Source: an optimization exercise on an open RTL-to-GDS flow (aim: small area, a short achievable clock period and few clock cycles per item). Production flows keep margins and buffers that such runs may drop.
In this exercise RTL edits were held to simulation tests only and were not proved equivalent to the original.
Power and IR drop assume default switching activity.

File: design/flow/config.mk
export PLATFORM = sky130hd
export DESIGN_NAME = kgroup_dot
export DESIGN_NICKNAME = kgroup_dot
export VERILOG_FILES = /design/flow/design.v
export SDC_FILE = /design/flow/constraint.sdc
export NUM_CORES = 4
export LEC_CHECK = 0
export CAP_MARGIN = 20
export CORE_MARGIN = 2
export CORE_UTILIZATION = 40
export CTS_CLUSTER_DIAMETER = 80
export CTS_CLUSTER_SIZE = 25
export PLACE_DENSITY = 0.6
export SLEW_MARGIN = 20
File: design/flow/constraint.sdc
create_clock -name core_clock -period 14.0 [get_ports {clk}]
set_input_delay 2.8000 -clock core_clock [delete_from_list [all_inputs] [get_ports {clk}]]
set_output_delay 2.8000 -clock core_clock [all_outputs]
set_load 0.01 [all_outputs]
File: design/flow/design.v
module kgroup_dot (
    input  wire        clk,
    input  wire        rst,
    input  wire        in_valid,
    output wire        in_ready,
    input  wire [15:0] in_a,
    input  wire [15:0] in_b,
    input  wire        in_a_fp16,
    input  wire        in_b_fp16,
    input  wire        in_narrow,
    output reg         out_valid,
    output reg  [31:0] out_result
);
    localparam integer W  = 55;    
    localparam integer CW = 5;     
    assign in_ready = 1'b1;
    function [W-1:0] rotl;
        input [W-1:0] x;
        input [5:0]   n;
        reg   [W-1:0] y;
        begin
            y = x;
            if (n[0]) y = {y[W-2:0], y[W-1]};
            if (n[1]) y = {y[W-3:0], y[W-1:W-2]};
            if (n[2]) y = {y[W-5:0], y[W-1:W-4]};
            if (n[3]) y = {y[W-9:0], y[W-1:W-8]};
            if (n[4]) y = {y[W-17:0], y[W-1:W-16]};
            if (n[5]) y = {y[W-33:0], y[W-1:W-32]};
            rotl = y;
        end
    endfunction
    function [W-1:0] therm;
        input [5:0] m;
        reg   [7:0] lt_h, eq_h, lt_l;
        integer q;
        begin
            for (q = 0; q < 8; q = q + 1) begin
                lt_h[q] = (q < m[5:3]);
                eq_h[q] = (q == m[5:3]);
                lt_l[q] = (q < m[2:0]);
            end
            for (q = 0; q < W; q = q + 1)
                therm[q] = lt_h[q >> 3] || (eq_h[q >> 3] && lt_l[q & 7]);
        end
    endfunction
    reg  [4:0]  cnt;
    reg         g_afp, g_bfp, g_nar;           
    reg         r0_v, r0_first, r0_last;
    reg  [15:0] r0_a, r0_b;
    reg         r0_afp, r0_bfp, r0_nar;
    always @(posedge clk) begin
        if (rst) begin
            cnt  <= 5'd0;
            r0_v <= 1'b0;
        end else begin
            r0_v <= in_valid;
            if (in_valid) begin
                cnt <= cnt + 5'd1;
                if (cnt == 5'd0) begin
                    g_afp <= in_a_fp16;
                    g_bfp <= in_b_fp16;
                    g_nar <= in_narrow;
                end
            end
        end
        r0_a     <= in_a;
        r0_b     <= in_b;
        r0_first <= (cnt == 5'd0);
        r0_last  <= (cnt == 5'd31);
        r0_afp   <= (cnt == 5'd0) ? in_a_fp16 : g_afp;
        r0_bfp   <= (cnt == 5'd0) ? in_b_fp16 : g_bfp;
        r0_nar   <= (cnt == 5'd0) ? in_narrow : g_nar;
    end
    reg        a_nan, a_inf;
    reg [10:0] a_sig;
    reg signed [9:0] a_exp;
    reg        b_nan, b_inf;
    reg [10:0] b_sig;
    reg signed [9:0] b_exp;
    always @* begin
        if (r0_afp) begin
            a_nan  = (r0_a[14:10] == 5'h1f) && (r0_a[9:0] != 10'd0);
            a_inf  = (r0_a[14:10] == 5'h1f) && (r0_a[9:0] == 10'd0);
            a_sig  = {(r0_a[14:10] != 5'd0), r0_a[9:0]};
            a_exp  = (r0_a[14:10] != 5'd0) ? $signed({5'd0, r0_a[14:10]}) - 10'sd25 : -10'sd24;
        end else begin
            a_nan  = (r0_a[14:7] == 8'hff) && (r0_a[6:0] != 7'd0);
            a_inf  = (r0_a[14:7] == 8'hff) && (r0_a[6:0] == 7'd0);
            a_sig  = {(r0_a[14:7] != 8'd0), r0_a[6:0], 3'b000};
            a_exp  = (r0_a[14:7] != 8'd0) ? $signed({2'd0, r0_a[14:7]}) - 10'sd137 : -10'sd136;
        end
        if (r0_bfp) begin
            b_nan  = (r0_b[14:10] == 5'h1f) && (r0_b[9:0] != 10'd0);
            b_inf  = (r0_b[14:10] == 5'h1f) && (r0_b[9:0] == 10'd0);
            b_sig  = {(r0_b[14:10] != 5'd0), r0_b[9:0]};
            b_exp  = (r0_b[14:10] != 5'd0) ? $signed({5'd0, r0_b[14:10]}) - 10'sd25 : -10'sd24;
        end else begin
            b_nan  = (r0_b[14:7] == 8'hff) && (r0_b[6:0] != 7'd0);
            b_inf  = (r0_b[14:7] == 8'hff) && (r0_b[6:0] == 7'd0);
            b_sig  = {(r0_b[14:7] != 8'd0), r0_b[6:0], 3'b000};
            b_exp  = (r0_b[14:7] != 8'd0) ? $signed({2'd0, r0_b[14:7]}) - 10'sd137 : -10'sd136;
        end
    end
    wire a_zero = !a_nan && !a_inf && (a_sig == 11'd0);
    wire b_zero = !b_nan && !b_inf && (b_sig == 11'd0);
    reg [3:0] a_msb, a_lsb, b_msb, b_lsb;
    integer k;
    always @* begin
        a_msb = 4'd0; b_msb = 4'd0;
        for (k = 0; k < 11; k = k + 1) begin
            if (a_sig[k]) a_msb = k[3:0];
            if (b_sig[k]) b_msb = k[3:0];
        end
        a_lsb = 4'd0; b_lsb = 4'd0;
        for (k = 10; k >= 0; k = k - 1) begin
            if (a_sig[k]) a_lsb = k[3:0];
            if (b_sig[k]) b_lsb = k[3:0];
        end
    end
    wire [21:0] mr0, mr1;
    wire mp_1;
    assign mp_1 = a_sig[0] & b_sig[0];
    wire mp_2;
    assign mp_2 = a_sig[0] & b_sig[1];
    wire mp_3;
    assign mp_3 = a_sig[0] & b_sig[2];
    wire mp_4;
    assign mp_4 = a_sig[0] & b_sig[3];
    wire mp_5;
    assign mp_5 = a_sig[0] & b_sig[4];
    wire mp_6;
    assign mp_6 = a_sig[0] & b_sig[5];
    wire mp_7;
    assign mp_7 = a_sig[0] & b_sig[6];
    wire mp_8;
    assign mp_8 = a_sig[0] & b_sig[7];
    wire mp_9;
    assign mp_9 = a_sig[0] & b_sig[8];
    wire mp_10;
    assign mp_10 = a_sig[0] & b_sig[9];
    wire mp_11;
    assign mp_11 = a_sig[0] & b_sig[10];
    wire mp_12;
    assign mp_12 = a_sig[1] & b_sig[0];
    wire mp_13;
    assign mp_13 = a_sig[1] & b_sig[1];
    wire mp_14;
    assign mp_14 = a_sig[1] & b_sig[2];
    wire mp_15;
    assign mp_15 = a_sig[1] & b_sig[3];
    wire mp_16;
    assign mp_16 = a_sig[1] & b_sig[4];
    wire mp_17;
    assign mp_17 = a_sig[1] & b_sig[5];
    wire mp_18;
    assign mp_18 = a_sig[1] & b_sig[6];
    wire mp_19;
    assign mp_19 = a_sig[1] & b_sig[7];
    wire mp_20;
    assign mp_20 = a_sig[1] & b_sig[8];
    wire mp_21;
    assign mp_21 = a_sig[1] & b_sig[9];
    wire mp_22;
    assign mp_22 = a_sig[1] & b_sig[10];
    wire mp_23;
    assign mp_23 = a_sig[2] & b_sig[0];
    wire mp_24;
    assign mp_24 = a_sig[2] & b_sig[1];
    wire mp_25;
    assign mp_25 = a_sig[2] & b_sig[2];
    wire mp_26;
    assign mp_26 = a_sig[2] & b_sig[3];
    wire mp_27;
    assign mp_27 = a_sig[2] & b_sig[4];
    wire mp_28;
    assign mp_28 = a_sig[2] & b_sig[5];
    wire mp_29;
    assign mp_29 = a_sig[2] & b_sig[6];
    wire mp_30;
    assign mp_30 = a_sig[2] & b_sig[7];
    wire mp_31;
    assign mp_31 = a_sig[2] & b_sig[8];
    wire mp_32;
    assign mp_32 = a_sig[2] & b_sig[9];
    wire mp_33;
    assign mp_33 = a_sig[2] & b_sig[10];
    wire mp_34;
    assign mp_34 = a_sig[3] & b_sig[0];
    wire mp_35;
    assign mp_35 = a_sig[3] & b_sig[1];
    wire mp_36;
    assign mp_36 = a_sig[3] & b_sig[2];
    wire mp_37;
    assign mp_37 = a_sig[3] & b_sig[3];
    wire mp_38;
    assign mp_38 = a_sig[3] & b_sig[4];
    wire mp_39;
    assign mp_39 = a_sig[3] & b_sig[5];
    wire mp_40;
    assign mp_40 = a_sig[3] & b_sig[6];
    wire mp_41;
    assign mp_41 = a_sig[3] & b_sig[7];
    wire mp_42;
    assign mp_42 = a_sig[3] & b_sig[8];
    wire mp_43;
    assign mp_43 = a_sig[3] & b_sig[9];
    wire mp_44;
    assign mp_44 = a_sig[3] & b_sig[10];
    wire mp_45;
    assign mp_45 = a_sig[4] & b_sig[0];
    wire mp_46;
    assign mp_46 = a_sig[4] & b_sig[1];
    wire mp_47;
    assign mp_47 = a_sig[4] & b_sig[2];
    wire mp_48;
    assign mp_48 = a_sig[4] & b_sig[3];
    wire mp_49;
    assign mp_49 = a_sig[4] & b_sig[4];
    wire mp_50;
    assign mp_50 = a_sig[4] & b_sig[5];
    wire mp_51;
    assign mp_51 = a_sig[4] & b_sig[6];
    wire mp_52;
    assign mp_52 = a_sig[4] & b_sig[7];
    wire mp_53;
    assign mp_53 = a_sig[4] & b_sig[8];
    wire mp_54;
    assign mp_54 = a_sig[4] & b_sig[9];
    wire mp_55;
    assign mp_55 = a_sig[4] & b_sig[10];
    wire mp_56;
    assign mp_56 = a_sig[5] & b_sig[0];
    wire mp_57;
    assign mp_57 = a_sig[5] & b_sig[1];
    wire mp_58;
    assign mp_58 = a_sig[5] & b_sig[2];
    wire mp_59;
    assign mp_59 = a_sig[5] & b_sig[3];
    wire mp_60;
    assign mp_60 = a_sig[5] & b_sig[4];
    wire mp_61;
    assign mp_61 = a_sig[5] & b_sig[5];
    wire mp_62;
    assign mp_62 = a_sig[5] & b_sig[6];
    wire mp_63;
    assign mp_63 = a_sig[5] & b_sig[7];
    wire mp_64;
    assign mp_64 = a_sig[5] & b_sig[8];
    wire mp_65;
    assign mp_65 = a_sig[5] & b_sig[9];
    wire mp_66;
    assign mp_66 = a_sig[5] & b_sig[10];
    wire mp_67;
    assign mp_67 = a_sig[6] & b_sig[0];
    wire mp_68;
    assign mp_68 = a_sig[6] & b_sig[1];
    wire mp_69;
    assign mp_69 = a_sig[6] & b_sig[2];
    wire mp_70;
    assign mp_70 = a_sig[6] & b_sig[3];
    wire mp_71;
    assign mp_71 = a_sig[6] & b_sig[4];
    wire mp_72;
    assign mp_72 = a_sig[6] & b_sig[5];
    wire mp_73;
    assign mp_73 = a_sig[6] & b_sig[6];
    wire mp_74;
    assign mp_74 = a_sig[6] & b_sig[7];
    wire mp_75;
    assign mp_75 = a_sig[6] & b_sig[8];
    wire mp_76;
    assign mp_76 = a_sig[6] & b_sig[9];
    wire mp_77;
    assign mp_77 = a_sig[6] & b_sig[10];
    wire mp_78;
    assign mp_78 = a_sig[7] & b_sig[0];
    wire mp_79;
    assign mp_79 = a_sig[7] & b_sig[1];
    wire mp_80;
    assign mp_80 = a_sig[7] & b_sig[2];
    wire mp_81;
    assign mp_81 = a_sig[7] & b_sig[3];
    wire mp_82;
    assign mp_82 = a_sig[7] & b_sig[4];
    wire mp_83;
    assign mp_83 = a_sig[7] & b_sig[5];
    wire mp_84;
    assign mp_84 = a_sig[7] & b_sig[6];
    wire mp_85;
    assign mp_85 = a_sig[7] & b_sig[7];
    wire mp_86;
    assign mp_86 = a_sig[7] & b_sig[8];
    wire mp_87;
    assign mp_87 = a_sig[7] & b_sig[9];
    wire mp_88;
    assign mp_88 = a_sig[7] & b_sig[10];
    wire mp_89;
    assign mp_89 = a_sig[8] & b_sig[0];
    wire mp_90;
    assign mp_90 = a_sig[8] & b_sig[1];
    wire mp_91;
    assign mp_91 = a_sig[8] & b_sig[2];
    wire mp_92;
    assign mp_92 = a_sig[8] & b_sig[3];
    wire mp_93;
    assign mp_93 = a_sig[8] & b_sig[4];
    wire mp_94;
    assign mp_94 = a_sig[8] & b_sig[5];
    wire mp_95;
    assign mp_95 = a_sig[8] & b_sig[6];
    wire mp_96;
    assign mp_96 = a_sig[8] & b_sig[7];
    wire mp_97;
    assign mp_97 = a_sig[8] & b_sig[8];
    wire mp_98;
    assign mp_98 = a_sig[8] & b_sig[9];
    wire mp_99;
    assign mp_99 = a_sig[8] & b_sig[10];
    wire mp_100;
    assign mp_100 = a_sig[9] & b_sig[0];
    wire mp_101;
    assign mp_101 = a_sig[9] & b_sig[1];
    wire mp_102;
    assign mp_102 = a_sig[9] & b_sig[2];
    wire mp_103;
    assign mp_103 = a_sig[9] & b_sig[3];
    wire mp_104;
    assign mp_104 = a_sig[9] & b_sig[4];
    wire mp_105;
    assign mp_105 = a_sig[9] & b_sig[5];
    wire mp_106;
    assign mp_106 = a_sig[9] & b_sig[6];
    wire mp_107;
    assign mp_107 = a_sig[9] & b_sig[7];
    wire mp_108;
    assign mp_108 = a_sig[9] & b_sig[8];
    wire mp_109;
    assign mp_109 = a_sig[9] & b_sig[9];
    wire mp_110;
    assign mp_110 = a_sig[9] & b_sig[10];
    wire mp_111;
    assign mp_111 = a_sig[10] & b_sig[0];
    wire mp_112;
    assign mp_112 = a_sig[10] & b_sig[1];
    wire mp_113;
    assign mp_113 = a_sig[10] & b_sig[2];
    wire mp_114;
    assign mp_114 = a_sig[10] & b_sig[3];
    wire mp_115;
    assign mp_115 = a_sig[10] & b_sig[4];
    wire mp_116;
    assign mp_116 = a_sig[10] & b_sig[5];
    wire mp_117;
    assign mp_117 = a_sig[10] & b_sig[6];
    wire mp_118;
    assign mp_118 = a_sig[10] & b_sig[7];
    wire mp_119;
    assign mp_119 = a_sig[10] & b_sig[8];
    wire mp_120;
    assign mp_120 = a_sig[10] & b_sig[9];
    wire mp_121;
    assign mp_121 = a_sig[10] & b_sig[10];
    wire mp_122;
    wire mp_123;
    assign mp_122 = mp_10 ^ mp_20;
    assign mp_123 = mp_10 & mp_20;
    wire mp_124;
    wire mp_125;
    assign mp_124 = mp_11 ^ mp_21 ^ mp_31;
    assign mp_125 = (mp_11 & mp_21) | (mp_11 & mp_31) | (mp_21 & mp_31);
    wire mp_126;
    wire mp_127;
    assign mp_126 = mp_41 ^ mp_51;
    assign mp_127 = mp_41 & mp_51;
    wire mp_128;
    wire mp_129;
    assign mp_128 = mp_22 ^ mp_32 ^ mp_42;
    assign mp_129 = (mp_22 & mp_32) | (mp_22 & mp_42) | (mp_32 & mp_42);
    wire mp_130;
    wire mp_131;
    assign mp_130 = mp_52 ^ mp_62;
    assign mp_131 = mp_52 & mp_62;
    wire mp_132;
    wire mp_133;
    assign mp_132 = mp_33 ^ mp_43 ^ mp_53;
    assign mp_133 = (mp_33 & mp_43) | (mp_33 & mp_53) | (mp_43 & mp_53);
    wire mp_134;
    wire mp_135;
    assign mp_134 = mp_7 ^ mp_17;
    assign mp_135 = mp_7 & mp_17;
    wire mp_136;
    wire mp_137;
    assign mp_136 = mp_8 ^ mp_18 ^ mp_28;
    assign mp_137 = (mp_8 & mp_18) | (mp_8 & mp_28) | (mp_18 & mp_28);
    wire mp_138;
    wire mp_139;
    assign mp_138 = mp_38 ^ mp_48;
    assign mp_139 = mp_38 & mp_48;
    wire mp_140;
    wire mp_141;
    assign mp_140 = mp_9 ^ mp_19 ^ mp_29;
    assign mp_141 = (mp_9 & mp_19) | (mp_9 & mp_29) | (mp_19 & mp_29);
    wire mp_142;
    wire mp_143;
    assign mp_142 = mp_39 ^ mp_49 ^ mp_59;
    assign mp_143 = (mp_39 & mp_49) | (mp_39 & mp_59) | (mp_49 & mp_59);
    wire mp_144;
    wire mp_145;
    assign mp_144 = mp_69 ^ mp_79;
    assign mp_145 = mp_69 & mp_79;
    wire mp_146;
    wire mp_147;
    assign mp_146 = mp_122 ^ mp_30 ^ mp_40;
    assign mp_147 = (mp_122 & mp_30) | (mp_122 & mp_40) | (mp_30 & mp_40);
    wire mp_148;
    wire mp_149;
    assign mp_148 = mp_50 ^ mp_60 ^ mp_70;
    assign mp_149 = (mp_50 & mp_60) | (mp_50 & mp_70) | (mp_60 & mp_70);
    wire mp_150;
    wire mp_151;
    assign mp_150 = mp_80 ^ mp_90 ^ mp_100;
    assign mp_151 = (mp_80 & mp_90) | (mp_80 & mp_100) | (mp_90 & mp_100);
    wire mp_152;
    wire mp_153;
    assign mp_152 = mp_123 ^ mp_124 ^ mp_126;
    assign mp_153 = (mp_123 & mp_124) | (mp_123 & mp_126) | (mp_124 & mp_126);
    wire mp_154;
    wire mp_155;
    assign mp_154 = mp_61 ^ mp_71 ^ mp_81;
    assign mp_155 = (mp_61 & mp_71) | (mp_61 & mp_81) | (mp_71 & mp_81);
    wire mp_156;
    wire mp_157;
    assign mp_156 = mp_91 ^ mp_101 ^ mp_111;
    assign mp_157 = (mp_91 & mp_101) | (mp_91 & mp_111) | (mp_101 & mp_111);
    wire mp_158;
    wire mp_159;
    assign mp_158 = mp_125 ^ mp_127 ^ mp_128;
    assign mp_159 = (mp_125 & mp_127) | (mp_125 & mp_128) | (mp_127 & mp_128);
    wire mp_160;
    wire mp_161;
    assign mp_160 = mp_130 ^ mp_72 ^ mp_82;
    assign mp_161 = (mp_130 & mp_72) | (mp_130 & mp_82) | (mp_72 & mp_82);
    wire mp_162;
    wire mp_163;
    assign mp_162 = mp_92 ^ mp_102 ^ mp_112;
    assign mp_163 = (mp_92 & mp_102) | (mp_92 & mp_112) | (mp_102 & mp_112);
    wire mp_164;
    wire mp_165;
    assign mp_164 = mp_129 ^ mp_131 ^ mp_132;
    assign mp_165 = (mp_129 & mp_131) | (mp_129 & mp_132) | (mp_131 & mp_132);
    wire mp_166;
    wire mp_167;
    assign mp_166 = mp_63 ^ mp_73 ^ mp_83;
    assign mp_167 = (mp_63 & mp_73) | (mp_63 & mp_83) | (mp_73 & mp_83);
    wire mp_168;
    wire mp_169;
    assign mp_168 = mp_93 ^ mp_103 ^ mp_113;
    assign mp_169 = (mp_93 & mp_103) | (mp_93 & mp_113) | (mp_103 & mp_113);
    wire mp_170;
    wire mp_171;
    assign mp_170 = mp_133 ^ mp_44 ^ mp_54;
    assign mp_171 = (mp_133 & mp_44) | (mp_133 & mp_54) | (mp_44 & mp_54);
    wire mp_172;
    wire mp_173;
    assign mp_172 = mp_64 ^ mp_74 ^ mp_84;
    assign mp_173 = (mp_64 & mp_74) | (mp_64 & mp_84) | (mp_74 & mp_84);
    wire mp_174;
    wire mp_175;
    assign mp_174 = mp_94 ^ mp_104 ^ mp_114;
    assign mp_175 = (mp_94 & mp_104) | (mp_94 & mp_114) | (mp_104 & mp_114);
    wire mp_176;
    wire mp_177;
    assign mp_176 = mp_55 ^ mp_65 ^ mp_75;
    assign mp_177 = (mp_55 & mp_65) | (mp_55 & mp_75) | (mp_65 & mp_75);
    wire mp_178;
    wire mp_179;
    assign mp_178 = mp_85 ^ mp_95 ^ mp_105;
    assign mp_179 = (mp_85 & mp_95) | (mp_85 & mp_105) | (mp_95 & mp_105);
    wire mp_180;
    wire mp_181;
    assign mp_180 = mp_66 ^ mp_76 ^ mp_86;
    assign mp_181 = (mp_66 & mp_76) | (mp_66 & mp_86) | (mp_76 & mp_86);
    wire mp_182;
    wire mp_183;
    assign mp_182 = mp_5 ^ mp_15;
    assign mp_183 = mp_5 & mp_15;
    wire mp_184;
    wire mp_185;
    assign mp_184 = mp_6 ^ mp_16 ^ mp_26;
    assign mp_185 = (mp_6 & mp_16) | (mp_6 & mp_26) | (mp_16 & mp_26);
    wire mp_186;
    wire mp_187;
    assign mp_186 = mp_36 ^ mp_46;
    assign mp_187 = mp_36 & mp_46;
    wire mp_188;
    wire mp_189;
    assign mp_188 = mp_134 ^ mp_27 ^ mp_37;
    assign mp_189 = (mp_134 & mp_27) | (mp_134 & mp_37) | (mp_27 & mp_37);
    wire mp_190;
    wire mp_191;
    assign mp_190 = mp_47 ^ mp_57 ^ mp_67;
    assign mp_191 = (mp_47 & mp_57) | (mp_47 & mp_67) | (mp_57 & mp_67);
    wire mp_192;
    wire mp_193;
    assign mp_192 = mp_135 ^ mp_136 ^ mp_138;
    assign mp_193 = (mp_135 & mp_136) | (mp_135 & mp_138) | (mp_136 & mp_138);
    wire mp_194;
    wire mp_195;
    assign mp_194 = mp_58 ^ mp_68 ^ mp_78;
    assign mp_195 = (mp_58 & mp_68) | (mp_58 & mp_78) | (mp_68 & mp_78);
    wire mp_196;
    wire mp_197;
    assign mp_196 = mp_137 ^ mp_139 ^ mp_140;
    assign mp_197 = (mp_137 & mp_139) | (mp_137 & mp_140) | (mp_139 & mp_140);
    wire mp_198;
    wire mp_199;
    assign mp_198 = mp_142 ^ mp_144 ^ mp_89;
    assign mp_199 = (mp_142 & mp_144) | (mp_142 & mp_89) | (mp_144 & mp_89);
    wire mp_200;
    wire mp_201;
    assign mp_200 = mp_141 ^ mp_143 ^ mp_145;
    assign mp_201 = (mp_141 & mp_143) | (mp_141 & mp_145) | (mp_143 & mp_145);
    wire mp_202;
    wire mp_203;
    assign mp_202 = mp_146 ^ mp_148 ^ mp_150;
    assign mp_203 = (mp_146 & mp_148) | (mp_146 & mp_150) | (mp_148 & mp_150);
    wire mp_204;
    wire mp_205;
    assign mp_204 = mp_147 ^ mp_149 ^ mp_151;
    assign mp_205 = (mp_147 & mp_149) | (mp_147 & mp_151) | (mp_149 & mp_151);
    wire mp_206;
    wire mp_207;
    assign mp_206 = mp_152 ^ mp_154 ^ mp_156;
    assign mp_207 = (mp_152 & mp_154) | (mp_152 & mp_156) | (mp_154 & mp_156);
    wire mp_208;
    wire mp_209;
    assign mp_208 = mp_153 ^ mp_155 ^ mp_157;
    assign mp_209 = (mp_153 & mp_155) | (mp_153 & mp_157) | (mp_155 & mp_157);
    wire mp_210;
    wire mp_211;
    assign mp_210 = mp_158 ^ mp_160 ^ mp_162;
    assign mp_211 = (mp_158 & mp_160) | (mp_158 & mp_162) | (mp_160 & mp_162);
    wire mp_212;
    wire mp_213;
    assign mp_212 = mp_159 ^ mp_161 ^ mp_163;
    assign mp_213 = (mp_159 & mp_161) | (mp_159 & mp_163) | (mp_161 & mp_163);
    wire mp_214;
    wire mp_215;
    assign mp_214 = mp_164 ^ mp_166 ^ mp_168;
    assign mp_215 = (mp_164 & mp_166) | (mp_164 & mp_168) | (mp_166 & mp_168);
    wire mp_216;
    wire mp_217;
    assign mp_216 = mp_165 ^ mp_167 ^ mp_169;
    assign mp_217 = (mp_165 & mp_167) | (mp_165 & mp_169) | (mp_167 & mp_169);
    wire mp_218;
    wire mp_219;
    assign mp_218 = mp_170 ^ mp_172 ^ mp_174;
    assign mp_219 = (mp_170 & mp_172) | (mp_170 & mp_174) | (mp_172 & mp_174);
    wire mp_220;
    wire mp_221;
    assign mp_220 = mp_171 ^ mp_173 ^ mp_175;
    assign mp_221 = (mp_171 & mp_173) | (mp_171 & mp_175) | (mp_173 & mp_175);
    wire mp_222;
    wire mp_223;
    assign mp_222 = mp_176 ^ mp_178 ^ mp_115;
    assign mp_223 = (mp_176 & mp_178) | (mp_176 & mp_115) | (mp_178 & mp_115);
    wire mp_224;
    wire mp_225;
    assign mp_224 = mp_177 ^ mp_179 ^ mp_180;
    assign mp_225 = (mp_177 & mp_179) | (mp_177 & mp_180) | (mp_179 & mp_180);
    wire mp_226;
    wire mp_227;
    assign mp_226 = mp_96 ^ mp_106 ^ mp_116;
    assign mp_227 = (mp_96 & mp_106) | (mp_96 & mp_116) | (mp_106 & mp_116);
    wire mp_228;
    wire mp_229;
    assign mp_228 = mp_181 ^ mp_77 ^ mp_87;
    assign mp_229 = (mp_181 & mp_77) | (mp_181 & mp_87) | (mp_77 & mp_87);
    wire mp_230;
    wire mp_231;
    assign mp_230 = mp_97 ^ mp_107 ^ mp_117;
    assign mp_231 = (mp_97 & mp_107) | (mp_97 & mp_117) | (mp_107 & mp_117);
    wire mp_232;
    wire mp_233;
    assign mp_232 = mp_88 ^ mp_98 ^ mp_108;
    assign mp_233 = (mp_88 & mp_98) | (mp_88 & mp_108) | (mp_98 & mp_108);
    wire mp_234;
    wire mp_235;
    assign mp_234 = mp_4 ^ mp_14;
    assign mp_235 = mp_4 & mp_14;
    wire mp_236;
    wire mp_237;
    assign mp_236 = mp_182 ^ mp_25 ^ mp_35;
    assign mp_237 = (mp_182 & mp_25) | (mp_182 & mp_35) | (mp_25 & mp_35);
    wire mp_238;
    wire mp_239;
    assign mp_238 = mp_183 ^ mp_184 ^ mp_186;
    assign mp_239 = (mp_183 & mp_184) | (mp_183 & mp_186) | (mp_184 & mp_186);
    wire mp_240;
    wire mp_241;
    assign mp_240 = mp_185 ^ mp_187 ^ mp_188;
    assign mp_241 = (mp_185 & mp_187) | (mp_185 & mp_188) | (mp_187 & mp_188);
    wire mp_242;
    wire mp_243;
    assign mp_242 = mp_189 ^ mp_191 ^ mp_192;
    assign mp_243 = (mp_189 & mp_191) | (mp_189 & mp_192) | (mp_191 & mp_192);
    wire mp_244;
    wire mp_245;
    assign mp_244 = mp_193 ^ mp_195 ^ mp_196;
    assign mp_245 = (mp_193 & mp_195) | (mp_193 & mp_196) | (mp_195 & mp_196);
    wire mp_246;
    wire mp_247;
    assign mp_246 = mp_197 ^ mp_199 ^ mp_200;
    assign mp_247 = (mp_197 & mp_199) | (mp_197 & mp_200) | (mp_199 & mp_200);
    wire mp_248;
    wire mp_249;
    assign mp_248 = mp_201 ^ mp_203 ^ mp_204;
    assign mp_249 = (mp_201 & mp_203) | (mp_201 & mp_204) | (mp_203 & mp_204);
    wire mp_250;
    wire mp_251;
    assign mp_250 = mp_205 ^ mp_207 ^ mp_208;
    assign mp_251 = (mp_205 & mp_207) | (mp_205 & mp_208) | (mp_207 & mp_208);
    wire mp_252;
    wire mp_253;
    assign mp_252 = mp_209 ^ mp_211 ^ mp_212;
    assign mp_253 = (mp_209 & mp_211) | (mp_209 & mp_212) | (mp_211 & mp_212);
    wire mp_254;
    wire mp_255;
    assign mp_254 = mp_213 ^ mp_215 ^ mp_216;
    assign mp_255 = (mp_213 & mp_215) | (mp_213 & mp_216) | (mp_215 & mp_216);
    wire mp_256;
    wire mp_257;
    assign mp_256 = mp_217 ^ mp_219 ^ mp_220;
    assign mp_257 = (mp_217 & mp_219) | (mp_217 & mp_220) | (mp_219 & mp_220);
    wire mp_258;
    wire mp_259;
    assign mp_258 = mp_221 ^ mp_223 ^ mp_224;
    assign mp_259 = (mp_221 & mp_223) | (mp_221 & mp_224) | (mp_223 & mp_224);
    wire mp_260;
    wire mp_261;
    assign mp_260 = mp_225 ^ mp_227 ^ mp_228;
    assign mp_261 = (mp_225 & mp_227) | (mp_225 & mp_228) | (mp_227 & mp_228);
    wire mp_262;
    wire mp_263;
    assign mp_262 = mp_229 ^ mp_231 ^ mp_232;
    assign mp_263 = (mp_229 & mp_231) | (mp_229 & mp_232) | (mp_231 & mp_232);
    wire mp_264;
    wire mp_265;
    assign mp_264 = mp_233 ^ mp_99 ^ mp_109;
    assign mp_265 = (mp_233 & mp_99) | (mp_233 & mp_109) | (mp_99 & mp_109);
    wire mp_266;
    wire mp_267;
    assign mp_266 = mp_3 ^ mp_13;
    assign mp_267 = mp_3 & mp_13;
    wire mp_268;
    wire mp_269;
    assign mp_268 = mp_234 ^ mp_24 ^ mp_34;
    assign mp_269 = (mp_234 & mp_24) | (mp_234 & mp_34) | (mp_24 & mp_34);
    wire mp_270;
    wire mp_271;
    assign mp_270 = mp_235 ^ mp_236 ^ mp_45;
    assign mp_271 = (mp_235 & mp_236) | (mp_235 & mp_45) | (mp_236 & mp_45);
    wire mp_272;
    wire mp_273;
    assign mp_272 = mp_237 ^ mp_238 ^ mp_56;
    assign mp_273 = (mp_237 & mp_238) | (mp_237 & mp_56) | (mp_238 & mp_56);
    wire mp_274;
    wire mp_275;
    assign mp_274 = mp_239 ^ mp_240 ^ mp_190;
    assign mp_275 = (mp_239 & mp_240) | (mp_239 & mp_190) | (mp_240 & mp_190);
    wire mp_276;
    wire mp_277;
    assign mp_276 = mp_241 ^ mp_242 ^ mp_194;
    assign mp_277 = (mp_241 & mp_242) | (mp_241 & mp_194) | (mp_242 & mp_194);
    wire mp_278;
    wire mp_279;
    assign mp_278 = mp_243 ^ mp_244 ^ mp_198;
    assign mp_279 = (mp_243 & mp_244) | (mp_243 & mp_198) | (mp_244 & mp_198);
    wire mp_280;
    wire mp_281;
    assign mp_280 = mp_245 ^ mp_246 ^ mp_202;
    assign mp_281 = (mp_245 & mp_246) | (mp_245 & mp_202) | (mp_246 & mp_202);
    wire mp_282;
    wire mp_283;
    assign mp_282 = mp_247 ^ mp_248 ^ mp_206;
    assign mp_283 = (mp_247 & mp_248) | (mp_247 & mp_206) | (mp_248 & mp_206);
    wire mp_284;
    wire mp_285;
    assign mp_284 = mp_249 ^ mp_250 ^ mp_210;
    assign mp_285 = (mp_249 & mp_250) | (mp_249 & mp_210) | (mp_250 & mp_210);
    wire mp_286;
    wire mp_287;
    assign mp_286 = mp_251 ^ mp_252 ^ mp_214;
    assign mp_287 = (mp_251 & mp_252) | (mp_251 & mp_214) | (mp_252 & mp_214);
    wire mp_288;
    wire mp_289;
    assign mp_288 = mp_253 ^ mp_254 ^ mp_218;
    assign mp_289 = (mp_253 & mp_254) | (mp_253 & mp_218) | (mp_254 & mp_218);
    wire mp_290;
    wire mp_291;
    assign mp_290 = mp_255 ^ mp_256 ^ mp_222;
    assign mp_291 = (mp_255 & mp_256) | (mp_255 & mp_222) | (mp_256 & mp_222);
    wire mp_292;
    wire mp_293;
    assign mp_292 = mp_257 ^ mp_258 ^ mp_226;
    assign mp_293 = (mp_257 & mp_258) | (mp_257 & mp_226) | (mp_258 & mp_226);
    wire mp_294;
    wire mp_295;
    assign mp_294 = mp_259 ^ mp_260 ^ mp_230;
    assign mp_295 = (mp_259 & mp_260) | (mp_259 & mp_230) | (mp_260 & mp_230);
    wire mp_296;
    wire mp_297;
    assign mp_296 = mp_261 ^ mp_262 ^ mp_118;
    assign mp_297 = (mp_261 & mp_262) | (mp_261 & mp_118) | (mp_262 & mp_118);
    wire mp_298;
    wire mp_299;
    assign mp_298 = mp_263 ^ mp_264 ^ mp_119;
    assign mp_299 = (mp_263 & mp_264) | (mp_263 & mp_119) | (mp_264 & mp_119);
    wire mp_300;
    wire mp_301;
    assign mp_300 = mp_265 ^ mp_110 ^ mp_120;
    assign mp_301 = (mp_265 & mp_110) | (mp_265 & mp_120) | (mp_110 & mp_120);
    assign mr0[0] = mp_1;
    assign mr1[0] = 1'b0;
    assign mr0[1] = mp_2;
    assign mr1[1] = mp_12;
    assign mr0[2] = mp_266;
    assign mr1[2] = mp_23;
    assign mr0[3] = mp_267;
    assign mr1[3] = mp_268;
    assign mr0[4] = mp_269;
    assign mr1[4] = mp_270;
    assign mr0[5] = mp_271;
    assign mr1[5] = mp_272;
    assign mr0[6] = mp_273;
    assign mr1[6] = mp_274;
    assign mr0[7] = mp_275;
    assign mr1[7] = mp_276;
    assign mr0[8] = mp_277;
    assign mr1[8] = mp_278;
    assign mr0[9] = mp_279;
    assign mr1[9] = mp_280;
    assign mr0[10] = mp_281;
    assign mr1[10] = mp_282;
    assign mr0[11] = mp_283;
    assign mr1[11] = mp_284;
    assign mr0[12] = mp_285;
    assign mr1[12] = mp_286;
    assign mr0[13] = mp_287;
    assign mr1[13] = mp_288;
    assign mr0[14] = mp_289;
    assign mr1[14] = mp_290;
    assign mr0[15] = mp_291;
    assign mr1[15] = mp_292;
    assign mr0[16] = mp_293;
    assign mr1[16] = mp_294;
    assign mr0[17] = mp_295;
    assign mr1[17] = mp_296;
    assign mr0[18] = mp_297;
    assign mr1[18] = mp_298;
    assign mr0[19] = mp_299;
    assign mr1[19] = mp_300;
    assign mr0[20] = mp_301;
    assign mr1[20] = mp_121;
    assign mr0[21] = 1'b0;
    assign mr1[21] = 1'b0;
    wire signed [9:0] p_exp = a_exp + b_exp;
    reg         r1_v, r1_first, r1_last, r1_nar;
    reg  [21:0] r1_m0, r1_m1;
    reg  signed [9:0]  r1_exp;
    reg  [4:0]  r1_mbit, r1_lsum;
    reg         r1_sign, r1_nan, r1_inf, r1_nz, r1_zero;
    always @(posedge clk) begin
        if (rst) r1_v <= 1'b0;
        else     r1_v <= r0_v;
        r1_first <= r0_first;
        r1_last  <= r0_last;
        r1_nar   <= r0_nar;
        r1_m0    <= mr0;
        r1_m1    <= mr1;
        r1_exp   <= p_exp;
        r1_mbit  <= {1'b0, a_msb} + {1'b0, b_msb} + 5'd1;
        r1_lsum  <= {1'b0, a_lsb} + {1'b0, b_lsb};
        r1_sign  <= r0_a[15] ^ r0_b[15];
        r1_nan   <= a_nan || b_nan || (a_inf && b_zero) || (b_inf && a_zero);
        r1_inf   <= !a_nan && !b_nan && (a_inf || b_inf) && !(a_inf && b_zero) && !(b_inf && a_zero);
        r1_nz    <= !a_nan && !b_nan && !a_inf && !b_inf && !a_zero && !b_zero;
        r1_zero  <= !a_nan && !b_nan && !a_inf && !b_inf && (a_zero || b_zero);
    end
    wire [21:0] p_sig = r1_m0 + r1_m1;
    wire        p_top = p_sig[r1_mbit];               
    wire signed [10:0] r1_low  = $signed({r1_exp[9], r1_exp}) + $signed({6'd0, r1_lsum});
    wire signed [10:0] r1_eab  = $signed({r1_exp[9], r1_exp}) + $signed({6'd0, r1_mbit}) - 11'sd1;
    wire signed [10:0] eab1    = $signed({r1_exp[9], r1_exp}) + $signed({6'd0, r1_mbit});
    reg  signed [10:0] min_low;
    reg         any_nz1;
    wire        nz1_prev  = r1_first ? 1'b0 : any_nz1;
    wire signed [10:0] min_low_n = (r1_nz && (!nz1_prev || (r1_low < min_low))) ? r1_low : min_low;
    reg  signed [10:0] c_min_low;
    reg         r2_v, r2_first, r2_last, r2_nar;
    reg  [21:0] r2_sig;
    reg  signed [10:0] r2_pe48;
    reg  signed [10:0] r2_log2;
    reg  [5:0]  r2_snew;
    reg         r2_sign, r2_nan, r2_inf, r2_nz, r2_zero;
    always @(posedge clk) begin
        if (rst) r2_v <= 1'b0;
        else     r2_v <= r1_v;
        if (r1_v) begin
            min_low <= min_low_n;
            any_nz1 <= nz1_prev || r1_nz;
        end
        if (r1_v && r1_last)
            c_min_low <= min_low_n;
        r2_first <= r1_first;
        r2_last  <= r1_last;
        r2_nar   <= r1_nar;
        r2_sig   <= p_sig;
        r2_pe48  <= $signed({r1_exp[9], r1_exp}) + 11'sd48;
        r2_log2  <= p_top ? eab1 : r1_eab;
        r2_snew  <= 6'd49 - {1'b0, r1_mbit} - {5'd0, p_top};
        r2_sign  <= r1_sign;
        r2_nan   <= r1_nan;
        r2_inf   <= r1_inf;
        r2_nz    <= r1_nz;
        r2_zero  <= r1_zero;
    end
    reg         any_nan, any_pinf, any_ninf, any_nz, all_negzero;
    reg  signed [10:0] emax;
    reg  [5:0]  ptr;
    wire        nz_prev  = r2_first ? 1'b0 : any_nz;
    wire signed [11:0] dlt = $signed({r2_log2[10], r2_log2}) - $signed({emax[10], emax});
    wire        newmax   = r2_nz && (!nz_prev || (dlt > 12'sd0));
    wire        clr_all  = r2_nz && (!nz_prev || (dlt > 12'sd48));
    wire signed [10:0] emax_n = newmax ? r2_log2 : emax;
    wire [6:0]  ptr_sum  = {1'b0, ptr} + {1'b0, dlt[5:0]};
    wire [6:0]  ptr_sub  = ptr_sum - W;
    wire [5:0]  ptr_n    = clr_all ? 6'd0 : !newmax ? ptr :
                           (ptr_sub[6] ? ptr_sum[5:0] : ptr_sub[5:0]);
    wire signed [11:0] sold = $signed({r2_pe48[10], r2_pe48}) - $signed({emax[10], emax});
    wire [11:0] sneg = -sold;
    wire [4:0]  drop = (newmax || !sold[11]) ? 5'd0 : (sneg > 12'd22) ? 5'd22 : sneg[4:0];
    wire [8:0]  rot_s = {3'b0, ptr} + {sold[11], sold[11], sold[6:0]};
    wire [8:0]  rot_p = rot_s + W;
    wire [8:0]  rot_d = rot_s - W;
    wire [8:0]  rot_e = rot_s - 2 * W;
    wire [5:0]  rot_n = clr_all ? r2_snew :
                        rot_s[8] ? rot_p[5:0] : !rot_e[8] ? rot_e[5:0] :
                        !rot_d[8] ? rot_d[5:0] : rot_s[5:0];
    wire any_nan_n     = (r2_first ? 1'b0 : any_nan)  || r2_nan;
    wire any_pinf_n    = (r2_first ? 1'b0 : any_pinf) || (r2_inf && !r2_sign);
    wire any_ninf_n    = (r2_first ? 1'b0 : any_ninf) || (r2_inf && r2_sign);
    wire any_nz_n      = nz_prev || r2_nz;
    wire all_negzero_n = (r2_first ? 1'b1 : all_negzero) && r2_zero && r2_sign;
    reg  [4:0]  nneg;
    wire [4:0]  nneg_b   = r2_first ? 5'd0 : nneg;
    reg         r3_v, r3_last, r3_nz, r3_sign;
    reg  [4:0]  r3_nneg;
    reg  [21:0] r3_sig;
    reg  [4:0]  r3_drop;
    reg  [5:0]  r3_rot, r3_mstart;
    reg  [5:0]  r3_mlen;               
    reg         c_nar, c_nan, c_pinf, c_ninf, c_nz, c_negzero;
    reg  signed [10:0] c_emax;
    reg  [5:0]  c_ptr;
    always @(posedge clk) begin
        if (rst) r3_v <= 1'b0;
        else     r3_v <= r2_v;
        if (r2_v) begin
            any_nan     <= any_nan_n;
            any_pinf    <= any_pinf_n;
            any_ninf    <= any_ninf_n;
            any_nz      <= any_nz_n;
            all_negzero <= all_negzero_n;
            emax        <= emax_n;
            ptr         <= ptr_n;
            nneg        <= nneg_b + {4'd0, r2_nz && r2_sign};
        end
        if (r2_v && r2_last) begin
            c_nar     <= r2_nar;
            c_nan     <= any_nan_n;
            c_pinf    <= any_pinf_n;
            c_ninf    <= any_ninf_n;
            c_nz      <= any_nz_n;
            c_negzero <= all_negzero_n;
            c_emax    <= emax_n;
            c_ptr     <= ptr_n;
        end
        r3_last   <= r2_last;
        r3_nz     <= r2_v && r2_nz;
        r3_sign   <= r2_sign;
        r3_nneg   <= nneg_b;
        r3_sig    <= r2_sig;
        r3_drop   <= drop;
        r3_rot    <= rot_n;
        r3_mstart <= ptr;
        r3_mlen   <= !r2_v ? 6'd0 : clr_all ? W[5:0] : (newmax ? dlt[5:0] : 6'd0);
    end
    wire [W-1:0] s_lt  = therm({1'b0, r3_drop});
    wire [21:0] v_in   = {22{r3_nz}} & r3_sig & ~s_lt[21:0];
    wire [5:0]  rot    = r3_rot;
    wire [6:0]  m_end_s = {1'b0, r3_mstart} + {1'b0, r3_mlen};
    wire [6:0]  m_end_d = m_end_s - W;
    wire [W-1:0] vec_p = rotl({{(W-22){1'b0}}, v_in}, rot);
    reg          r4_v, r4_last;
    reg  [4:0]   r4_nneg;
    reg  [W-1:0] r4_vec;
    reg          r4_neg;
    reg  [5:0]   r4_mstart, r4_mend;
    reg          r4_mwrap, r4_mall;
    always @(posedge clk) begin
        if (rst) r4_v <= 1'b0;
        else     r4_v <= r3_v;
        r4_last   <= r3_last;
        r4_nneg   <= r3_nneg;
        r4_vec    <= vec_p;
        r4_neg    <= r3_nz && r3_sign;
        r4_mstart <= r3_mstart;
        r4_mend   <= m_end_d[6] ? m_end_s[5:0] : m_end_d[5:0];
        r4_mwrap  <= !m_end_d[6];
        r4_mall   <= (r3_mlen >= W);
    end
    wire [W-1:0] lt_start = therm(r4_mstart);
    wire [W-1:0] lt_end   = therm(r4_mend);
    wire [W-1:0] keep     = r4_mall  ? {W{1'b0}} :
                            r4_mwrap ? (lt_start & ~lt_end) : (lt_start | ~lt_end);
    wire          cnt_en = r4_v && !r4_last;
    reg  [CW-1:0] col [0:W-1];
    reg  [CW-1:0] xcol [0:W-1];
    reg  [CW-1:0] ncol [0:W-1];
    reg  [CW:0]   tg;
    integer i, b;
    always @* begin
        for (i = 0; i < W; i = i + 1) begin
            xcol[i] = keep[i] ? col[i] : r4_nneg;
            tg[0] = cnt_en && (r4_vec[i] ^ r4_neg);
            for (b = 0; b < CW; b = b + 1) begin
                ncol[i][b] = xcol[i][b] ^ tg[b];
                tg[b+1]    = tg[b] && xcol[i][b];
            end
        end
    end
    always @(posedge clk)
        for (i = 0; i < W; i = i + 1)
            col[i] <= ncol[i];
    reg [W-1:0] pl [0:CW];
    integer j;
    always @* begin
        for (j = 0; j < CW; j = j + 1)
            for (i = 0; i < W; i = i + 1)
                pl[j][(i + j) % W] = xcol[i][j];
        pl[CW] = r4_neg ? ~r4_vec : r4_vec;
    end
    function [2*W-1:0] csa;         
        input [W-1:0] x, y, z;
        reg   [W-1:0] s, m;
        begin
            s = x ^ y ^ z;
            m = (x & y) | (x & z) | (y & z);
            csa = {m[W-2:0], m[W-1], s};
        end
    endfunction
    wire [2*W-1:0] l1a = csa(pl[0], pl[1], pl[2]);
    wire [2*W-1:0] l1b = csa(pl[3], pl[4], pl[5]);
    wire [2*W-1:0] l2  = csa(l1a[W-1:0], l1a[2*W-1:W], l1b[W-1:0]);
    wire [2*W-1:0] l3  = csa(l1b[2*W-1:W], l2[W-1:0], l2[2*W-1:W]);
    reg          q1_v;
    reg  [W-1:0] q1_x, q1_y;
    always @(posedge clk) begin
        if (rst) q1_v <= 1'b0;
        else     q1_v <= r4_v && r4_last;
        q1_x <= l3[W-1:0];
        q1_y <= l3[2*W-1:W];
    end
    reg [W-1:0] eg, ep, sg, sp;
    reg [W-1:0] sum_eac;
    integer lv, bi;
    always @* begin
        sg = q1_x & q1_y;
        sp = q1_x ^ q1_y;
        eg = sg;
        ep = sp;
        for (lv = 0; lv < 6; lv = lv + 1)
            for (bi = W - 1; bi >= 0; bi = bi - 1)
                if (((bi >> lv) & 1) == 1) begin
                    eg[bi] = eg[bi] | (ep[bi] & eg[((bi >> lv) << lv) - 1]);
                    ep[bi] = ep[bi] & ep[((bi >> lv) << lv) - 1];
                end
        for (bi = 0; bi < W; bi = bi + 1)
            if (bi == 0)
                sum_eac[bi] = sp[bi] ^ eg[W-1];
            else
                sum_eac[bi] = sp[bi] ^ (eg[bi-1] | (ep[bi-1] & eg[W-1]));
    end
    localparam [2:0] B_IDLE = 3'd0, B_DEROT = 3'd1, B_INV = 3'd2, B_LZC = 3'd3,
                     B_NORM = 3'd4, B_ROT  = 3'd5, B_EXTR  = 3'd6;
    reg  [2:0]   bst;
    reg  [W-1:0] R;
    reg  [5:0]   amt;
    reg          k_neg, k_zero, k_big;
    reg  [5:0]   k_lim;
    reg  [5:0]   k_msb;
    reg  [9:0]   k_field;
    reg [5:0] t_msb;
    always @* begin
        t_msb = 6'd0;
        for (j = 0; j < W-1; j = j + 1)
            if (R[j]) t_msb = j[5:0];
    end
    wire signed [11:0] z_v   = (c_nar ? -12'sd85 : -12'sd101) - $signed({c_emax[10], c_emax});
    wire signed [11:0] k_z    = z_v;
    wire               k_zbig = (z_v > 12'sd54);
    wire        [5:0]  k_zmod = z_v[11] ? z_v[5:0] + W[5:0] : z_v[5:0];
    wire        [5:0]  k_zlim = (z_v[11] || z_v == 12'sd0) ? W[5:0] : W[5:0] - z_v[5:0];
    wire               k_sticky = (c_min_low < c_emax - 11'sd48);
    wire signed [7:0]  ra_v  = $signed({2'd0, k_msb}) - (c_nar ? 8'sd7 : 8'sd23);    
    wire        [5:0]  ra_mod = ra_v[7] ? ra_v[5:0] + W[5:0] : ra_v[5:0];
    wire        [5:0]  ra_lim = ra_v[7] ? W[5:0] : W[5:0] - ra_v[5:0];
    wire               ra_gt = ($signed({{4{ra_v[7]}}, ra_v}) > k_z);
    wire signed [11:0] f_v   = $signed({{4{ra_v[7]}}, ra_v}) - k_z;
    wire [5:0] step = (amt >= 6'd16) ? 6'd16 : (amt >= 6'd4) ? 6'd4 : 6'd1;
    wire [W-1:0] R_rot = (amt >= 6'd16) ? {R[15:0], R[W-1:16]} :
                         (amt >= 6'd4)  ? {R[3:0], R[W-1:4]} : {R[0], R[W-1:1]};
    wire [W-1:0] below = therm(k_lim);
    wire [25:0]  kept  = R[25:0] & below[25:0] & {26{!k_big}};
    wire         rest  = k_big ? !k_zero : ((R[W-2:0] & ~below[W-2:0]) != {(W-1){1'b0}});
    wire        guard = R[W-1] && !k_big;
    wire [32:0] pre   = {7'd0, kept} + (c_nar ? {16'd0, k_field, 7'd0} : {k_field, 23'd0});
    reg        q6_v, q6_up;
    reg [1:0]  q6_hi;
    always @(posedge clk) begin
        if (rst) begin
            bst  <= B_IDLE;
            q6_v <= 1'b0;
        end else begin
            q6_v <= 1'b0;
            case (bst)
                B_IDLE:  if (q1_v) bst <= B_DEROT;
                B_DEROT: if (amt == 6'd0) bst <= B_INV;
                B_INV:   bst <= B_LZC;
                B_LZC:   bst <= B_NORM;
                B_NORM:  bst <= B_ROT;
                B_ROT:   if (amt == 6'd0) bst <= B_EXTR;
                B_EXTR:  begin bst <= B_IDLE; q6_v <= 1'b1; end
                default: bst <= B_IDLE;
            endcase
        end
        case (bst)
            B_IDLE: begin
                R   <= sum_eac;
                amt <= c_ptr;
            end
            B_DEROT, B_ROT:
                if (amt != 6'd0) begin
                    R   <= R_rot;
                    amt <= amt - step;
                end
            B_INV: begin
                k_neg <= R[W-1];
                R     <= R ^ {W{R[W-1]}};
            end
            B_LZC: begin
                k_msb    <= t_msb;
                k_zero   <= (R == {W{1'b0}});
            end
            B_NORM: begin
                k_big    <= !ra_gt && k_zbig;
                k_lim    <= ra_gt ? ra_lim : k_zlim;
                k_field  <= ra_gt ? f_v[9:0] : 10'd0;
                amt      <= ra_gt ? ra_mod : (k_zbig ? 6'd0 : k_zmod);
            end
            default: ;
        endcase
        q6_up  <= guard && (rest || k_sticky || kept[0]);
        q6_hi  <= pre[32:31];
    end
    wire        narrow = c_nar;
    wire [32:0] lim  = narrow ? 33'h0_0000_7f80 : 33'h0_7f80_0000;
    wire [32:0] q6_pre = {q6_hi, out_result[30:0]};
    wire [30:0] bits = q6_pre[30:0] + {30'd0, q6_up};
    wire        ovf  = (q6_pre >= lim) || (q6_up && (q6_pre == lim - 33'd1));
    reg [31:0] rnd_result;
    always @* begin
        if (c_nan || (c_pinf && c_ninf))
            rnd_result = narrow ? 32'h0000_7fc0 : 32'h7fc0_0000;
        else if (c_pinf)
            rnd_result = narrow ? 32'h0000_7f80 : 32'h7f80_0000;
        else if (c_ninf)
            rnd_result = narrow ? 32'h0000_ff80 : 32'hff80_0000;
        else if (!c_nz)
            rnd_result = c_negzero ? (narrow ? 32'h0000_8000 : 32'h8000_0000) : 32'd0;
        else if (k_zero)
            rnd_result = 32'd0;
        else if (ovf)
            rnd_result = narrow ? {16'd0, k_neg, 15'h7f80} : {k_neg, 31'h7f80_0000};
        else
            rnd_result = narrow ? {16'd0, k_neg, bits[14:0]} : {k_neg, bits[30:0]};
    end
    always @(posedge clk) begin
        if (rst) out_valid <= 1'b0;
        else     out_valid <= q6_v;
        out_result <= (bst == B_EXTR) ? {1'b0, pre[30:0]} : rnd_result;
    end
endmodule
File: design/flow/flow/run.sh
#!/bin/bash
# The standard layout (standard.sh: standard synthesis, floorplan,
# placement, CTS, routing), with ORFS's repair_timing asked for a larger
# setup margin than the 14 ns clock needs, so that it sizes and buffers the
# design for a shorter achieved period.  The SDC is the standard flow's, unchanged.
set -euo pipefail
bash standard.sh SETUP_SLACK_MARGIN=9.9 finish > standard_make.log 2>&1
File: design/flow/standard.sh
#!/bin/bash
# synth_recipe.tcl (not shown) runs the flow's synth.tcl, then flattens the netlist and writes it again
# the make line also repeats each setting of config.mk as NAME=value (left out here)
make -C /OpenROAD-flow-scripts/flow DESIGN_CONFIG=/design/flow/config.mk WORK_HOME=/design/flow/orfs CLKGATE_MAP_FILE= SYNTH_SCRIPT=/design/flow/synth_recipe.tcl "${@:-finish}"
==> key figures, run 1 <==
Global routing
  • GRT overflow: 0
  • GRT Util Overall: 21.1%
  • First-pass GRT wire length: 245000 microns
  • Vias in the first global route: ~42000
  • Initial antenna violation count: 1
  • Largest net degree at the start of global routing: between 100 and 150

Setup path
  • CP top delay family: flip-flops
  • WP data required: 11.20 ns
  • Crit end category: output pin
  • Slowest stage delay, CP: 0.32 ns
  • Worst Path Buf+Inv: 1
  • Critical path, cell by cell: clkdlybuf4s15_2
  • Slowest CP cell: dfxtp_1
  • CP Max Fanout: 1
  • Worst Path Arrival: 1.23 ns
  • Startpoint types: flop
  • Critical path class: reg -> out

Detailed routing
  • Drt drc: 0
  • Post-Route WL: 159000 microns
  • Routed wire per std cell: slightly above 20 microns
  • DRT Pass-1 Iters: 6
  • Detail Route Antenna Nets: 0
  • Vias: between 40000 and 50000
  • Via/cell ratio: ~5.5
  • Initial DRC count: 3314

Synthesis
  • Post-synth top area cell: dfxtp_1
  • Top-count cell post-synth: dfxtp_1
  • Synth Warn #: 5
  • Mean area per synthesized cell: 9.70 sq um
  • Register area share after synthesis: 33.7%
  • Syn nets: 6791
  • Cell variety after synth: between 90 and 100
  • Synth top area share: approximately 25%
  • Cell Area, Synth: 0.0577 sq mm
  • Post-Synthesis Cells: slightly below 6000
  • Ys async rst share: 0%
  • Post-synth EDFFs: 162
  • Post-synth top flop: dfxtp_1
  • Synth Register Bits: 891
  • Leading post-synthesis cells by cell area: dfxtp_1, fa_1, ha_1
  • Synth cell count leaders: dfxtp_1, ha_1, inv_1

Layout
  • Layout Nets: 6727
  • Final Non-Filler Cells: 7826
  • Area growth syn-to-layout: 9.44%
  • Layout cells sized above 1: 13.3%

Floorplanning
  • Die area: 0.147 sq mm
  • Core area: roughly 0.14 sq mm
  • Initial core utilization: 40.2%
  • Die height: 384 microns
  • Chip width: 384 microns
  • Rows: around 140
  • IO Pins: between 70 and 80

STA
  • Crit path time final: 4.03 ns
  • F_max: 248 MHz
  • Max Slew Vio Count: 0
  • Clk_skew: 0.0730 ns
  • RSZ-0062 raised after global routing: true
  • Final setup viols: 0
  • Crit share post-route: 28.8%
  • Slew headroom: a little over a fifth
  • Worst slew pin tran: 1.18 ns
  • Hold Vio Cnt, Final: 0
  • Setup TNS: 0 ns

Clocking
  • Clock root buffer: clkbuf_16
  • CTS tree: built
  • # hold bufs at CTS: 0
  • CTS Buffer Depth: 3
  • Deepest level of the CTS H-tree: 2
  • Clk sink count: 891
  • Worst-Skew Late Latency: around 0.72 ns
  • CTS clk-pin slew, worst paths: roughly 0.090 ns
  • TritonCTS Buffers: 53

Placed design
  • Placed Instances: between 7000 and 8000
  • I/O Buffers: 70
  • RePlAce Congestion: 0.910
  • Post-DP HPWL: around 120000 microns

Power and ir drop
  • Maximum VDD drop: 0.157 mV
  • Leakage power total: 0.0280 uW
  • PD cells: 208 mW/mm^2

Job
  • Max_cap viols: 0

Outcome
  • Status: no timing/DRC/antenna violations

Min path
  • Hold crit path type: reg -> reg
## routing by layer
layer,part of all wire (%),vias to the layer above,GRT usage [%]
li1,-,20500,-
met1,45,20800,28.8
met2,47,1190,35.0
met3,5.1,209,2.62
met4,2.7,0,5.85
met5,0,-,0
## cell families (layout without fill, tap and decap cells)
family                   Yosys count  in the layout  synth area share, %
XOR/XNOR                         381            381                 5.78
other                              1              4              0.00650
AO/OA/AOI/OAI                   1142           1143                 12.8
adder cells (fa/ha/maj)          836            836                 22.1
multiplexers                     417            417                 7.97
buffers and inverters            789            761                 5.15
flip-flops                       891            891                 33.7
AND/OR/NAND/NOR                 1490           1490                 12.5
## metrics by stage
stage          power (uW)  utilization [%]  cell area (sq um)  setup slack [ns]  hold WS (ns)
5_1_grt             14200             44.0              63100              9.80         0.298
3_5_place_dp        11200             41.9              60000              8.90         0.312
6_report            13100             44.0              63200              9.97         0.302
4_1_cts             13000             43.5              62400              9.89         0.288
3_3_place_gp        11000             41.8              60000              8.94         0.310
2_1_floorplan        9100                -              57700              9.91         0.310
## sequential cells by signal, indices dropped and copies added (netlist names), 16 cells and up
register and cells:
R 55, col 275, out_result 32, q1_x 55, q1_y 55, r0_a 16, r0_b 16, r1_m0 21
r1_m1 20, r2_sig 22, r3_sig 22, r4_vec 55
## placed cells by master, fill, tap and decap left out, types with 33 or more instances in the layout
cell	Yosys	routed
a211oi_1	38	36
a21o_1	62	61
a21oi_1	276	263
a31oi_1	37	33
and2_1	43	39
and3_1	36	36
buf_4	1	109
clkbuf_16	0	54
clkdlybuf4s50_1	0	37
dfxtp_1	729	674
dfxtp_4	0	35
edfxtp_1	162	162
fa_1	314	311
ha_1	492	489
inv_1	480	478
mux2_2	311	311
mux2i_1	103	98
nand2_1	338	333
nand2b_1	57	55
nand3_1	138	138
nor2_1	459	435
nor2b_1	133	131
nor3_1	87	83
nor4_1	36	36
o211ai_1	77	77
o21a_1	37	37
o21ai_0	273	260
o221ai_1	42	42
o22ai_1	46	44
xnor2_1	179	173
xor2_1	202	199
## power by group
part           internal (uW)  switching (uW)
logic                   2970            4130
registers               3550             668
clock network            795            1000
## timing repair
item	CTS	global route
setup buffers	39	33
gates cloned	1	0
gates resized for setup	270	112
setup endpoints to repair	293	220
pin swaps	8	22
## path summary, 6_finish.rpt
| kind | startpoint | end | slack (ns) | depth (start not counted) |
|---|---|---|---|---|
| worst max-delay path | out_valid$_SDFF_PP0_ | out_valid | 9.97 | 1 |
| worst min-delay path | r2_sig[9]$_DFF_P_ | r3_sig[9]$_DFF_P_ | 0.30 | 0 |
| worst max register to register | q1_x[10]$_DFF_P_ | R[40]$_DFFE_PP_ | 9.99 | 11 |
| worst min register to register | r2_sig[9]$_DFF_P_ | r3_sig[9]$_DFF_P_ | 0.30 | 0 |
## layout make-up
cell class | count | area, sq um
Antenna cell | 3 | 7.51
Fill cell | 13800 | 80300
Clock inverter | 30 | 408
Multi-Input combinational cell | 4268 | 36000
Timing Repair Buffer | 184 | 1440
Sequential cell | 891 | 19600
Tap cell | 1903 | 2380
Clock buffer | 62 | 1420
Inverter | 485 | 1830
Testbench counts, summed over its fixed seeds: cycles 10,417, items 320.
==> inputs of run 2 (changes only) <==
--- a/design/flow/config.mk
+++ b/design/flow/config.mk
@@ -7,8 +7,8 @@
 export LEC_CHECK = 0
 export CAP_MARGIN = 20
 export CORE_MARGIN = 2
-export CORE_UTILIZATION = 40
+export CORE_UTILIZATION = 55
 export CTS_CLUSTER_DIAMETER = 80
 export CTS_CLUSTER_SIZE = 25
-export PLACE_DENSITY = 0.6
+export PLACE_DENSITY = 0.72
 export SLEW_MARGIN = 20
==> key figures, run 2 <==
Outcome
  • Status: no timing/DRC/antenna violations

Setup path
  • WP data required: 11.20 ns (about the same)
  • Worst Path Arrival: 1.27 ns (+0.04 ns)
  • R2R cell count: 13 (+2)
  • Critical path class: reg -> out
  • Worst Path Buf+Inv: 1 (unchanged)
  • CP Max Fanout: 2 (+1)
  • Reg2Reg Launch Point: r4_mend[3]$_DFF_P_
  • Startpoint types: flop
  • Critical path launch point: out_result[7]$_DFF_P_
  • Critical path, cell by cell: clkdlybuf4s15_2
  • Crit end category: output pin
  • CP top delay family: flip-flops
  • Slowest CP cell: dfxtp_4
  • Crit path depth: 1 (unchanged)
  • Slowest stage delay, CP: 0.36 ns (+0.04 ns)

Synthesis
  • Ys async rst share: 0% (unchanged)
  • Syn nets: 6791 (unchanged)
  • Synth Register Bits: 891 (unchanged)
  • Top-count cell post-synth: dfxtp_1
  • Post-synth top area cell: dfxtp_1
  • Cell Area, Synth: 0.0577 sq mm (unchanged)
  • Register area share after synthesis: 33.7% (unchanged)
  • Synth top area share: 25.3% (unchanged)
  • Mean area per synthesized cell: 9.70 sq um (unchanged)
  • Post-synth top flop: dfxtp_1
  • Cell variety after synth: 95 (unchanged)
  • Leading post-synthesis cells by cell area: dfxtp_1, fa_1, ha_1
  • Synth cell count leaders: dfxtp_1, ha_1, inv_1
  • Post-Synthesis Cells: 5947 (unchanged)
  • Post-synth EDFFs: 162 (unchanged)
  • Synth Warn #: 5 (unchanged)

Clocking
  • CTS tree: built
  • CTS clk-pin slew, worst paths: 0.09 ns (about the same)
  • Clock root buffer: clkbuf_16
  • Deepest level of the CTS H-tree: 2 (unchanged)
  • CTS Buffer Depth: 3 (unchanged)
  • # hold bufs at CTS: 0 (unchanged)
  • Clk sink count: 891 (unchanged)
  • TritonCTS Buffers: 51 (-3.8%)
  • Worst-Skew Late Latency: 0.71 ns (about the same)

Power and ir drop
  • Maximum VDD drop: 0.161 mV (+2.3%)
  • Seq pwr share: 32.4% (+0.2 points)
  • Leakage power total: 0.0280 uW (-0.26%)
  • Comb pwr share: 53.8% (-0.3 points)
  • Switching pwr: 5660 uW (-2.4%)
  • Overall power: 12900 uW (-1.4%)
  • Clk pwr share: 13.8% (about the same)
  • Internal power: 7270 uW (-0.58%)
  • Switching Share: 43.8% (-0.46 points)
  • PD cells: 207 mW/mm^2 (-0.27%)

STA
  • F_max: 246 MHz (-0.86%)
  • Worst hold margin: 0.317 ns (+0.0153 ns)
  • Clk_skew: 0.0582 ns (-0.0149 ns)
  • Hold Vio Cnt, Final: 0 (unchanged)
  • RSZ-0062 raised after global routing: true
  • Worst slew pin tran: 1.06 ns (-0.124 ns)
  • Setup TNS: 0 ns (unchanged)
  • Crit share post-route: 29.1% (+0.25 points)
  • Final Worst Setup Slack: 9.93 ns (-0.0351 ns)
  • Max Slew Vio Count: 0 (unchanged)
  • Final setup viols: 0 (unchanged)
  • Slew headroom: 29.2% (+8.4 points)
  • Crit path time final: 4.07 ns (+0.0351 ns)

Placed design
  • Post-DP HPWL: 112000 microns (-5.7%)
  • Placed Area: 0.0594 sq mm (-1.1%)
  • I/O Buffers: 70 (unchanged)
  • RePlAce Congestion: 0.963 (+5.9%)
  • Pre-CTS WS: 9.01 ns (+0.112 ns)

Layout
  • Layout cells sized above 1: 13.0% (-0.32 points)
  • Commonest non-fill, non-tap cell in the layout: dfxtp_1
  • Biggest register: col
  • Diode count: 0 (-3)
  • Finished Cell Area: 0.0624 sq mm (-1.1%)
  • Layout Nets: 6722 (-0.074%)
  • Most frequent cells in the layout: dfxtp_1, ha_1, inv_1
  • Max FFs per register: 275 (unchanged)
  • Area growth syn-to-layout: 8.22%

Min path
  • Hold depth: 0 (unchanged)
  • Hold crit path type: reg -> reg
  • Worst hold path startpoint: r2_sig[5]$_DFF_P_

Global routing
  • Met1 usage: 37.5% (+8.7 points)
  • First-pass GRT wire length: 236000 microns (-3.8%)
  • GRT Max-Usage Layer: met2
  • GRT Util Overall: 27.6% (+6.5 points)
  • Met3 Use GR: 3.81% (+1.2 points)
  • M2 GR Usage: 45.4% (+10 points)
  • GRT overflow: 0 (unchanged)
  • Largest net degree at the start of global routing: 111 (+9.9%)
  • Vias in the first global route: 42200 (+0.92%)
  • Initial antenna violation count: 0 (-1)

Floorplanning
  • Chip width: 328 microns (-15%)
  • Core area: 0.104 sq mm (-28%)
  • Initial core utilization: 55.6% (+15 points)
  • Die height: 328 microns (-15%)
  • IO Pins: 72 (unchanged)
  • Rows: 118 (-15%)
  • Die area: 0.108 sq mm (-27%)

Detailed routing
  • Detail Route Antenna Nets: 0 (unchanged)
  • Via/cell ratio: 5.93 (+8.7%)
  • Routed wire per std cell: 20.7 microns (+1.7%)
  • Vias: 43300 (+1.3%)
  • Post-Route WL: 151000 microns (-5.2%)
  • DRT Pass-1 Iters: 7 (+1)
  • Initial DRC count: 3687 (+11%)
  • Drt drc: 0 (unchanged)

Job
  • Max_cap viols: 0 (unchanged)
-- run 2: cell counts after synthesis --
Identical to the previous run, type by type.
-- run 2: per-layer routing --
layer,vias up,part of all wire (%)
met3,281,6.3
met2,1453,47
li1,20500,-
met4,0,3.5
met5,-,0
met1,21100,44
-- run 2: path summary, 6_finish.rpt --
check                           slack [ns]                end
worst min register to register        0.32  r3_sig[5]$_DFF_P_
worst min-delay path                  0.32  r3_sig[5]$_DFF_P_
worst max-delay path                  9.93      out_result[7]
worst max register to register        9.94   q1_x[42]$_DFF_P_
-- run 2: worst reg2reg max path, cell delays in order (launching register included) --
cell and delay [ns]:
dfxtp_1 0.67, nor2_1 0.22, nor2b_1 0.22, nand2_1 0.09
a21oi_1 0.15, a21boi_0 0.19, o22ai_1 0.09, nand2b_1 0.23
mux2_2 0.41, fa_1 0.54, inv_1 0.05, fa_1 0.53
inv_1 0.05, fa_1 0.45
-- run 2: per-stage QoR --
| step | util [%] | std cells |
|---|---|---|
| after floorplan | - | 5947 |
| after global placement | 57.2 | 7138 |
| after detailed placement | 57.2 | 7138 |
| after CTS | 59.6 | 7270 |
| after global routing | 60.2 | 7293 |
| final | 60.2 | 7293 |
-- run 2: logic make-up (layout without fill, tap and decap cells) --
group                    count (synthesis)  after routing  synth area share, %
adder cells (fa/ha/maj)                836            836                 22.1
multiplexers                           417            417                 7.97
AO/OA/AOI/OAI                         1142           1143                 12.8
AND/OR/NAND/NOR                       1490           1490                 12.5
flip-flops                             891            891                 33.7
other                                    1              1              0.00650
XOR/XNOR                               381            381                 5.78
buffers and inverters                  789            754                 5.15
-- run 2: what timing repair did --
item,4_1_cts,5_1_grt
endpoints found under the hold margin,0,0
cloned,2,0
setup buffers,42,23
resized for setup,233,110
pin swaps,5,14
setup endpoints to repair,242,211
-- run 2: cell type report --
class / instances / area (sq um)
clock buffer: 63 / 1440
clock inverter: 25 / 368
fill: 8576 / 41300
inverter: 485 / 1840
multi-input combinational: 4268 / 35900
sequential: 891 / 19600
tap: 1380 / 1730
timing repair buffer: 181 / 1540
-- run 2: power groups by stage --
stage	sequential (uW)	clock (uW)	combinational, uW
2_1_floorplan	3780	0	5320
3_3_place_gp	4200	0	6510
3_5_place_dp	4230	0	6740
4_1_cts	4170	1820	6810
5_1_grt	4260	1910	7820
6_report	4190	1780	6960

afterwards: timing with drivers on the ports:
How much do the figures lean on ideal ports? The routed layouts below were timed once more, with nothing changed but the port constraints.
Step 1, drivers: a clkbuf_16 drives clk and a buf_2 each remaining input, both assumed.
Step 2 times the ports against the registers' clock, not the clock port: input delays grow and output delays shrink by t, the midpoint of the rising clock arrivals with the driver on.
Three values: ideal, step 1, step 2; two values: the first two.
| run | shift t [ns] | slack for setup (ns) | worst setup path at the end | latest minus earliest clock arrival (ns) | worst data-port slew with drivers (ns) |
|---|---|---|---|---|---|
| run 1 | 0.752 | 9.967 / 9.897 / 9.594 | input to register | 0.084 / 0.083 | 0.04 |
| run 2 | 0.742 | 9.932 / 9.863 / 9.545 | input to register | 0.066 / 0.066 | 0.04 |
After both steps setup and hold are still met in every run listed. The setup slack of run 2, which loses most, moves by -0.069 ns with the drivers and by -0.387 ns with both steps.
